This is an optimization exercise on Yosys and OpenROAD, whose aim is small area and a short achievable clock period, not a production implementation. The RTL was checked by simulation tests, not by an equivalence proof against the original design. No driver is modelled on the clock port, so clocking that relies on it looks cheaper here than on a real chip.

==> 07-24: inputs <==
==> flow/design.v <==
module franel_tx (
    input  wire         clk,
    input  wire         rst,         
    input  wire         load,        
    input  wire [3:0]   ftype,       
    input  wire [2:0]   ln,          
    input  wire [31:0]  cf,          
    input  wire [255:0] groups,      
    output wire [39:0]  blk,         
    output wire         blk_valid,
    output wire [2:0]   blk_idx      
);
    integer b, t;
    wire [3:0] seq_in = cf[23:20];
    reg  [295:0] fi;                 
    always @* begin
        for (t = 0; t < 4; t = t + 1) begin
            fi[t]     = ftype[3 - t];
            fi[4 + t] = seq_in[3 - t];
        end
        for (t = 0; t < 32; t = t + 1)
            fi[8 + t] = cf[31 - t];
        for (t = 0; t < 256; t = t + 1)
            fi[40 + t] = groups[(t & ~3) + 3 - (t & 3)];
    end
    reg [30:0] s0;
    reg [30:0] k0;                   
    reg        k1;
    integer    i1;
    always @* begin
        s0 = {27'h2D5A5A0, 4'd0} | {24'd0, ln, seq_in};
        for (i1 = 0; i1 < 31; i1 = i1 + 1) begin
            k1     = s0[30] ^ s0[27];
            k0[i1] = k1;
            s0     = {s0[29:0], k1};
        end
    end
    reg         busy;
    reg  [2:0]  idx;
    reg  [39:0] br;                  
    localparam [256:0] POL = {{62{1'b0}}, {39{1'b1}}, {39{1'b0}}, {39{1'b1}}, {39{1'b0}}, {39{1'b1}}};
    reg  [256:0] d;
    reg  [30:0] s;                   
    reg  [15:0] cr;                  
    reg [38:0] v;                    
    reg [30:0] sn;
    reg [15:0] g, ci, co;
    reg [38:0] w;                    
    reg [38:0] q;
    reg [22:0] qg;
    reg [22:0] r0;                   
    reg [30:0] kc;                   
    reg [38:0] nb;
    reg        x, kk;
    always @* begin
        sn = s;
        for (b = 0; b < 39; b = b + 1) begin
            kk   = sn[30] ^ sn[27];
            v[b] = kk;
            sn   = {sn[29:0], kk};
        end
        r0 = br[22:0];
        kc = 31'h2D5A5A00;
        for (b = 8; b < 23; b = b + 1) begin
            kk    = kc[30] ^ kc[27];
            r0[b] = br[b] ^ kk;
            kc    = {kc[29:0], kk};
        end
        for (b = 0; b < 23; b = b + 1) begin
            x = r0[b];
            if (b < 16)  x = x ^ 1'b1;
            if (b >= 4)  x = x ^ qg[b - 4];
            if (b >= 11) x = x ^ qg[b - 11];
            if (b >= 16) x = x ^ qg[b - 16];
            qg[b] = x;
        end
        for (b = 0; b < 16; b = b + 1) begin
            x = qg[22 - b];
            if (b >= 5)  x = x ^ qg[27 - b];
            if (b >= 12) x = x ^ qg[34 - b];
            g[b] = x;
        end
        for (b = 0; b < 16; b = b + 1)
            w[b] = br[23 + b] ^ s[15 - b];
        w[38:16] = ~d[22:0];
        ci = (idx == 3'd0) ? g : cr;
        for (b = 0; b < 39; b = b + 1) begin
            x = w[b];
            if (b < 16)  x = x ^ ci[15 - b];
            if (b >= 4)  x = x ^ q[b - 4];
            if (b >= 11) x = x ^ q[b - 11];
            if (b >= 16) x = x ^ q[b - 16];
            q[b] = x;
        end
        for (b = 0; b < 16; b = b + 1) begin
            x = q[38 - b];
            if (b >= 5)  x = x ^ q[43 - b];
            if (b >= 12) x = x ^ q[50 - b];
            co[b] = x;
        end
        nb = ~d[38:0];
        if (idx == 3'd6)
            for (b = 0; b < 16; b = b + 1)
                nb[23 + b] = co[15 - b];
        nb = nb ^ v;
    end
    reg [38:0] b0;
    integer    i2;
    always @* begin
        b0 = fi[38:0];
        for (i2 = 8; i2 < 39; i2 = i2 + 1)
            b0[i2] = fi[i2] ^ k0[i2 - 8];
    end
    always @(posedge clk) begin
        if (rst)
            busy <= 1'b0;
        else if (load)
            busy <= 1'b1;
        else if (idx == 3'd7)
            busy <= 1'b0;
        idx <= load ? 3'd0 : idx + 3'd1;
        if (load) begin
            br <= {~b0[38], b0};
            s  <= s0;
        end else begin
            br <= {~nb[38], nb};
            s  <= sn;
        end
        cr <= co;
        d[217:0]   <= load ? fi[256:39] ^ POL[217:0] : d[256:39] ^ POL[217:0] ^ POL[256:39];
        d[256:218] <= fi[295:257];
    end
    assign blk       = br;
    assign blk_valid = busy;
    assign blk_idx   = idx;
endmodule
==> flow/flow/run.sh <==
#!/bin/bash
# Layout: the standard flow, with two changes to how it is made:
#  - the port buffers are sky130_fd_sc_hd__buf_1 instead of the flow's default pick;
#  - after CTS, repair_timing is asked for more setup slack than the clock period needs
#    (post_cts.tcl), so the critical paths are sized and buffered.
set -euo pipefail
here=$(pwd)
export BUFFER_PORTS_ARGS="-buffer_cell sky130_fd_sc_hd__buf_1"
export POST_CTS_TCL="$here/flow/post_cts.tcl"
export MY_SETUP_MARGIN=19.0
export MY_TNS=0
bash standard.sh > "$here/standard_flow.log" 2>&1
==> flow/flow/post_cts.tcl <==
# Sourced by ORFS's cts.tcl after its own repair: push setup timing past the 25 ns
# target (worst path only), then legalise the placement again.
repair_timing -setup -setup_margin $::env(MY_SETUP_MARGIN) -repair_tns $::env(MY_TNS) -verbose
detailed_placement
check_placement -verbose
==> flow/standard.sh <==
#!/bin/bash
# synth_recipe.tcl (not shown) runs the flow's synth.tcl, then flattens the netlist and writes it again
# the make line also repeats each setting of config.mk as NAME=value (left out here)
make -C /OpenROAD-flow-scripts/flow DESIGN_CONFIG=/design/flow/config.mk WORK_HOME=/design/flow/orfs CLKGATE_MAP_FILE= SYNTH_SCRIPT=/design/flow/synth_recipe.tcl "${@:-finish}"
==> flow/config.mk <==
export PLATFORM = sky130hd
export DESIGN_NAME = franel_tx
export DESIGN_NICKNAME = franel_tx
export VERILOG_FILES = /design/flow/design.v
export SDC_FILE = /design/flow/constraint.sdc
export NUM_CORES = 4
export LEC_CHECK = 0
export CAP_MARGIN = 20
export CORE_MARGIN = 2
export CORE_UTILIZATION = 65
export CTS_BUF_LIST = sky130_fd_sc_hd__clkbuf_8
export SLEW_MARGIN = 20
==> flow/constraint.sdc <==
create_clock -name core_clock -period 25.0 [get_ports {clk}]
set_input_delay 5.0000 -clock core_clock [delete_from_list [all_inputs] [get_ports {clk}]]
set_output_delay 5.0000 -clock core_clock [all_outputs]
set_load 0.01 [all_outputs]
==> 10-22 (differences from 07-24) <==
--- a/flow/design.v
+++ b/flow/design.v
@@ -51,3 +51,2 @@
     reg [22:0] r0;                   
-    reg [30:0] kc;                   
     reg [38:0] nb;
@@ -61,9 +60,3 @@
         end
-        r0 = br[22:0];
-        kc = 31'h2D5A5A00;
-        for (b = 8; b < 23; b = b + 1) begin
-            kk    = kc[30] ^ kc[27];
-            r0[b] = br[b] ^ kk;
-            kc    = {kc[29:0], kk};
-        end
+        r0 = fi[22:0];
         for (b = 0; b < 23; b = b + 1) begin
@@ -85,3 +78,3 @@
         w[38:16] = ~d[22:0];
-        ci = (idx == 3'd0) ? g : cr;
+        ci = cr;
         for (b = 0; b < 39; b = b + 1) begin
@@ -128,3 +121,3 @@
         end
-        cr <= co;
+        cr <= load ? g : co;
         d[217:0]   <= load ? fi[256:39] ^ POL[217:0] : d[256:39] ^ POL[217:0] ^ POL[256:39];
Settings changed: CTS_BUF_LIST sky130_fd_sc_hd__clkbuf_8 to sky130_fd_sc_hd__clkbuf_16, CTS_CLUSTER_DIAMETER set to 80, CTS_CLUSTER_SIZE set to 30.
==> 08-04 (differences from 07-24) <==
==> flow/design.v, changed modules only <==
module franel_tx (
    input  wire         clk,
    input  wire         rst,         
    input  wire         load,        
    input  wire [3:0]   ftype,       
    input  wire [2:0]   ln,          
    input  wire [31:0]  cf,          
    input  wire [255:0] groups,      
    output wire [39:0]  blk,         
    output wire         blk_valid,
    output wire [2:0]   blk_idx      
);
    integer b, t;
    wire [3:0] seq_in = cf[23:20];
    reg  [295:0] fi;                 
    always @* begin
        for (t = 0; t < 4; t = t + 1) begin
            fi[t]     = ftype[3 - t];
            fi[4 + t] = seq_in[3 - t];
        end
        for (t = 0; t < 32; t = t + 1)
            fi[8 + t] = cf[31 - t];
        for (t = 0; t < 256; t = t + 1)
            fi[40 + t] = groups[(t & ~3) + 3 - (t & 3)];
    end
    reg [30:0] s0;
    reg [30:0] k0;                   
    reg        k1;
    integer    i1;
    always @* begin
        s0 = {27'h2D5A5A0, 4'd0} | {24'd0, ln, seq_in};
        for (i1 = 0; i1 < 31; i1 = i1 + 1) begin
            k1     = s0[30] ^ s0[27];
            k0[i1] = k1;
            s0     = {s0[29:0], k1};
        end
    end
    reg         busy;
    reg  [2:0]  idx;
    reg  [39:0] br;                  
    reg  [256:0] d;                  
    reg  [30:0] s;                   
    reg  [15:0] cr;                  
    reg [38:0] v;                    
    reg [30:0] sn;
    reg [15:0] g, ci, co;
    reg [38:0] w;                    
    reg [22:0] r0;                   
    reg [30:0] kc;                   
    reg [38:0] nb;
    reg        x, kk;
    always @* begin
        sn = s;
        for (b = 0; b < 39; b = b + 1) begin
            kk   = sn[30] ^ sn[27];
            v[b] = kk;
            sn   = {sn[29:0], kk};
        end
        r0 = br[22:0];
        kc = 31'h2D5A5A00;
        for (b = 8; b < 23; b = b + 1) begin
            kk    = kc[30] ^ kc[27];
            r0[b] = br[b] ^ kk;
            kc    = {kc[29:0], kk};
        end
        g = 16'hFFFF;
        for (b = 0; b < 23; b = b + 1) begin
            x = g[15] ^ r0[b];
            g = {g[14:0], 1'b0} ^ (x ? 16'h1021 : 16'h0000);
        end
        for (b = 0; b < 16; b = b + 1)
            w[b] = br[23 + b] ^ s[15 - b];
        w[38:16] = d[22:0];
        ci = (idx == 3'd0) ? g : cr;
        co = ci;
        for (b = 0; b < 39; b = b + 1) begin
            x  = co[15] ^ w[b];
            co = {co[14:0], 1'b0} ^ (x ? 16'h1021 : 16'h0000);
        end
        nb = d[38:0];
        if (idx == 3'd6)
            for (b = 0; b < 16; b = b + 1)
                nb[23 + b] = co[15 - b];
        nb = nb ^ v;
    end
    reg [38:0] b0;
    integer    i2;
    always @* begin
        b0 = fi[38:0];
        for (i2 = 8; i2 < 39; i2 = i2 + 1)
            b0[i2] = fi[i2] ^ k0[i2 - 8];
    end
    always @(posedge clk) begin
        if (rst)
            busy <= 1'b0;
        else if (load)
            busy <= 1'b1;
        else if (idx == 3'd7)
            busy <= 1'b0;
        idx <= load ? 3'd0 : idx + 3'd1;
        if (load) begin
            br <= {~b0[38], b0};
            s  <= s0;
        end else begin
            br <= {~nb[38], nb};
            s  <= sn;
        end
        cr <= co;
        d[217:0]   <= load ? fi[256:39] : d[256:39];
        d[256:218] <= fi[295:257];
    end
    assign blk       = br;
    assign blk_valid = busy;
    assign blk_idx   = idx;
endmodule
==> flow/run.sh (new file) <==
#!/bin/bash
# synth_recipe.tcl (not shown) runs the flow's synth.tcl, then flattens the netlist and writes it again
# the make line also repeats each setting of config.mk as NAME=value (left out here)
make -C /OpenROAD-flow-scripts/flow DESIGN_CONFIG=/design/flow/config.mk WORK_HOME=/design/flow/orfs CLKGATE_MAP_FILE= SYNTH_SCRIPT=/design/flow/synth_recipe.tcl finish
Settings changed: CORE_UTILIZATION 65 to 40, CTS_BUF_LIST sky130_fd_sc_hd__clkbuf_8 to not set.
removed: flow/flow/run.sh
removed: flow/flow/post_cts.tcl
removed: flow/standard.sh
==> 07-25 (differences from 07-24) <==
--- a/flow/design.v
+++ b/flow/design.v
@@ -51,3 +51,2 @@
     reg [22:0] r0;                   
-    reg [30:0] kc;                   
     reg [38:0] nb;
@@ -61,9 +60,3 @@
         end
-        r0 = br[22:0];
-        kc = 31'h2D5A5A00;
-        for (b = 8; b < 23; b = b + 1) begin
-            kk    = kc[30] ^ kc[27];
-            r0[b] = br[b] ^ kk;
-            kc    = {kc[29:0], kk};
-        end
+        r0 = fi[22:0];
         for (b = 0; b < 23; b = b + 1) begin
@@ -85,3 +78,3 @@
         w[38:16] = ~d[22:0];
-        ci = (idx == 3'd0) ? g : cr;
+        ci = cr;
         for (b = 0; b < 39; b = b + 1) begin
@@ -128,3 +121,3 @@
         end
-        cr <= co;
+        cr <= load ? g : co;
         d[217:0]   <= load ? fi[256:39] ^ POL[217:0] : d[256:39] ^ POL[217:0] ^ POL[256:39];
==> flow/flow/run.sh (replaced) <==
#!/bin/bash
# Layout: the standard flow (standard.sh), with these changes to how it is made:
#  - synthesis is the standard flow's synthesis script with one change: abc maps with
#    abc_area_nf.script (my_synth.tcl); registers come from dfflibmap as before;
#  - the port buffers are sky130_fd_sc_hd__buf_1 instead of the flow's default pick;
#  - after CTS, repair_timing is asked for more setup slack than the clock period
#    needs (post_cts.tcl), worst path only, so the critical paths get sized.
set -euo pipefail
here=$(pwd)
export BUFFER_PORTS_ARGS="-buffer_cell sky130_fd_sc_hd__buf_1"
export POST_CTS_TCL="$here/flow/post_cts.tcl"
export MY_SETUP_MARGIN=19.0
export MY_TNS=0
export MY_ABC_SCRIPT="$here/flow/abc_area_nf.script"
bash standard.sh SYNTH_SCRIPT="$here/flow/my_synth.tcl" > "$here/standard_flow.log" 2>&1
grep -q "my_synth: abc" orfs/logs/*/franel_tx/base/1_2_yosys.log
==> flow/flow/abc_area_nf.script (new file) <==
&get -n
&st
&dch -f
&nf -R 1000
&put
==> flow/flow/my_synth.tcl (new file) <==
# The standard synthesis script (synth_recipe.tcl), unchanged except that
# ORFS's abc call maps with the script in MY_ABC_SCRIPT (area-oriented &nf
# with area recovery, no buffering or gate sizing) instead of abc_speed.script.
# Registers are mapped by dfflibmap before abc, so they are the same as the
# standard synthesis's.
proc abc {args} {
  set i [lsearch -exact $args -script]
  if {$i >= 0} { lset args [expr {$i + 1}] $::env(MY_ABC_SCRIPT) }
  puts "my_synth: abc $args"
  yosys abc {*}$args
}
proc synth {args} { yosys synth -nofsm -noshare {*}$args }
source $::env(SCRIPTS_DIR)/synth.tcl
# left out here: clear keep_hierarchy, flatten, clean up, hide names made inside functions, write 1_2_yosys.v
Settings changed: CTS_BUF_LIST sky130_fd_sc_hd__clkbuf_8 to sky130_fd_sc_hd__clkbuf_16, CTS_CLUSTER_DIAMETER set to 80, CTS_CLUSTER_SIZE set to 30.
==> notes.md <==
- 07-24 produced a clean layout. 08-04 completed with no timing, DRC or antenna violations. 07-25 finished with timing, DRC and antenna clean. 10-22 completed without violations.
- In 10-22 the area after synthesis is smaller than in 07-24, by 3.1%.
- The lowest core utilization belongs to 08-04, the highest to 07-24.
- First-iteration DRC count, highest first: 10-22, 07-24, 07-25, 08-04.
- Cell area: 08-04 > 07-24 > 10-22 > 07-25.

separate check: timing with driven ports:
In the flow no input, the clock included, has a driving cell. The finished layouts below were timed again as built, in two steps. Step 1: set_driving_cell puts a clkbuf_16 on clk and a buf_2 on each other input, an assumption about the parent block. Step 2, shift: input delay + t, output delay - t, t = (earliest + latest rising clock arrival at the registers) / 2. This alone moves slack from input paths to output paths. Slacks: no drivers / after step 1 / after step 2; pairs: no drivers / after step 1.
| run | shift t [ns] | slack for setup (ns) | worst setup path after step 2 | clock arrival spread, ns |
|---|---|---|---|---|
| 07-24 | 0.607 | 18.893 / 18.861 / 18.275 | input to register | 0.024 / 0.025 |
| 10-22 | 0.536 | 18.885 / 18.890 / 18.362 | input to register | 0.026 / 0.026 |
| 08-04 | 0.564 | 18.156 / 18.162 / 17.598 | input to register | 0.013 / 0.013 |
| 07-25 | 0.536 | 18.693 / 18.704 / 18.168 | input to register | 0.013 / 0.012 |
After both steps every run listed still meets setup and hold. The setup slack of 07-24, which loses most, moves by -0.032 ns with the drivers and by -0.618 ns with both steps.
